This design comes from an exercise in tuning for small area and a short achievable clock period on the open sky130 flow, not from production work.
At most, simulation tests tie the RTL to the original design; equivalence was not proved.
Power and IR drop assume default switching activity.

Setup of maple:
// pixcorr
module pixcorr (
    input  wire        clk,
    input  wire        rst,
    input  wire [31:0] cfg_dt,
    input  wire [31:0] cfg_h,
    input  wire [23:0] cfg_scene_ofs,
    input  wire [8:0]  cfg_alpha,
    input  wire [15:0] cfg_thr,
    input  wire        cfg_tf_en,
    input  wire        cfg_fresh,
    input  wire        frame_start,
    input  wire        frame_end,
    input  wire        in_valid,
    input  wire        in_blind,
    input  wire        in_sat,
    input  wire [23:0] in_xp,
    input  wire [23:0] in_b,
    input  wire [23:0] in_o,
    input  wire [15:0] in_d,
    input  wire [15:0] in_g,
    input  wire [15:0] in_s,
    output reg         out_valid,
    output reg  [15:0] out_y,
    output reg  [15:0] out_state,
    output reg         stats_valid,
    output reg  [19:0] st_nvalid,
    output reg  [19:0] st_ninvalid,
    output reg  [19:0] st_nbad,
    output reg  [19:0] st_nrsat,
    output reg  [19:0] st_clip_lo,
    output reg  [19:0] st_clip_hi,
    output reg  [19:0] st_motion,
    output reg  [15:0] st_min,
    output reg  [15:0] st_max,
    output reg  [35:0] st_sum
);
Size in the first run: roughly 6,300 cells after synthesis, ~480 I/O pins, ~59,000 sq um of cells after synthesis.
clock: 16.0 ns
lec_check: 0
cap_margin: 20
core_margin: 2
core_utilization: 40
place_density: 0.6
slew_margin: 20
standard.sh (not shown) runs the stock make flow with config.mk's settings and CLKGATE_MAP_FILE= SYNTH_SCRIPT=/design/flow/synth_recipe.tcl, a recipe that flattens the netlist after the stock synthesis.
==> flow/flow/run.sh <==
#!/bin/bash
set -euo pipefail
here=$(pwd)
margin=$(cat flow/margin.txt)
sed "s|\"\${@:-finish}\"|SETUP_SLACK_MARGIN=${margin} \"\${@:-finish}\"|" standard.sh > own_standard.sh
grep -q "SETUP_SLACK_MARGIN=${margin}" own_standard.sh
bash own_standard.sh > "$here/make_finish.log" 2>&1
==> flow/flow/margin.txt <==
11.5
maple finished all stages; the layout is clean.
Modified inputs, quartz compared to maple
--- a/flow/design.v
+++ b/flow/design.v
@@ -4461,19 +4461,24 @@
             f_state = s3_z;
         end else begin
             f_out   = blend;
             f_state = blend;
         end
     end
-    reg o_act, o_bad, o_sat, o_clo, o_chi, o_mot;
+    wire        f_act = s3_valid & ~s3_blind;
+    reg         o_act, o_bad, o_sat, o_clo, o_chi, o_mot, o_v, o_inv;
+    reg  [15:0] o_y;
     always @(posedge clk) begin
         if (rst) out_valid <= 1'b0;
         else     out_valid <= s3_valid;
         out_y     <= f_out;
         out_state <= f_state;
-        o_act     <= s3_valid & ~s3_blind;
+        o_act     <= f_act;
+        o_v       <= f_act & ~s3_inv;
+        o_inv     <= f_act & s3_inv;
+        o_y       <= (f_act & ~s3_inv) ? f_out : 16'd0;
         o_bad     <= s3_bad;
         o_sat     <= s3_sat;
         o_clo     <= s3_clo;
         o_chi     <= s3_chi;
         o_mot     <= f_motion;
     end
@@ -4495,37 +4500,36 @@
     end
     reg sum_c, sum_pend;
     always @(posedge clk) begin
         if (rst) sum_pend <= 1'b0;
         else     sum_pend <= out_valid;
     end
-    wire y_inv = &out_y;
-    wire acc_v = o_act & ~y_inv;
-    wire [15:0] y_v = acc_v ? out_y : 16'd0;
+    reg fs_r;
+    always @(posedge clk) fs_r <= frame_start & ~rst;
     always @(posedge clk) begin
-        if (frame_start) begin
+        if (fs_r) begin
             st_nvalid   <= 20'd0;
             st_ninvalid <= 20'd0;
             st_nbad     <= 20'd0;
             st_nrsat    <= 20'd0;
             st_clip_lo  <= 20'd0;
             st_clip_hi  <= 20'd0;
             st_motion   <= 20'd0;
             st_min      <= 16'hFFFF;
             st_max      <= 16'h0000;
             st_sum      <= 36'd0;
             sum_c       <= 1'b0;
         end else begin
-            st_nvalid   <= st_nvalid   + {19'd0, acc_v};
-            st_ninvalid <= st_ninvalid + {19'd0, o_act & y_inv};
+            st_nvalid   <= st_nvalid   + {19'd0, o_v};
+            st_ninvalid <= st_ninvalid + {19'd0, o_inv};
             st_nbad     <= st_nbad     + {19'd0, o_act & o_bad};
             st_nrsat    <= st_nrsat    + {19'd0, o_act & o_sat};
             st_clip_lo  <= st_clip_lo  + {19'd0, o_act & o_clo};
             st_clip_hi  <= st_clip_hi  + {19'd0, o_act & o_chi};
             st_motion   <= st_motion   + {19'd0, o_act & o_mot};
-            {sum_c, st_sum[15:0]} <= {1'b0, st_sum[15:0]} + {1'b0, y_v};
+            {sum_c, st_sum[15:0]} <= {1'b0, st_sum[15:0]} + {1'b0, o_y};
             st_sum[35:16] <= st_sum[35:16] + {19'd0, sum_c};
-            if (acc_v && out_y < st_min) st_min <= out_y;
-            if (acc_v && out_y > st_max) st_max <= out_y;
+            if (o_v && o_y < st_min) st_min <= o_y;
+            if (o_y > st_max) st_max <= o_y;
         end
     end
 endmodule
### Flow results
Where worst setup slack is concerned, maple is better than quartz. Compared quartz vs maple, and sequential fraction of total cell area is up in quartz. Comparing maple and quartz, the higher proportion of power drawn by the clock network is on maple. | worst hold-check slack | maple vs quartz | ≈ equal |. Looking at type of the worst setup path, the reg2out result is from maple; the reg2reg one comes from quartz. Synthesized cell count delta (quartz -> maple): insignificant.
The RTL of quartz was laid out without a check of its function.

## separate check: timing with driven ports
In the flow no input, the clock included, has a driving cell. The finished layouts below were timed again as built, in two steps. Step 1: set_driving_cell puts a clkbuf_16 on clk and a buf_2 on each other input, an assumption about the parent block. Step 2 adds t to the input delays and takes it off the output delays; t is the mean of the earliest and latest rising clock arrival at the registers after step 1. Input paths then give back, and output paths get back, about the clock's delay inside the block. a / b / c = ideal / step 1 / step 2; a / b = the first two.
| run | t, ns | setup WS [ns] | worst setup path after step 2 | clock arrival spread, ns |
|---|---|---|---|---|
| maple | 0.801 | 11.546 / 11.470 / 10.866 | input to register | 0.053 / 0.053 |
| quartz | 0.807 | 11.437 / 11.437 / 11.004 | input to register | 0.055 / 0.055 |
After both steps setup and hold are still met in every run listed. For maple, which loses most, drivers alone change the setup slack by -0.076 ns; drivers and shift together by -0.680 ns.
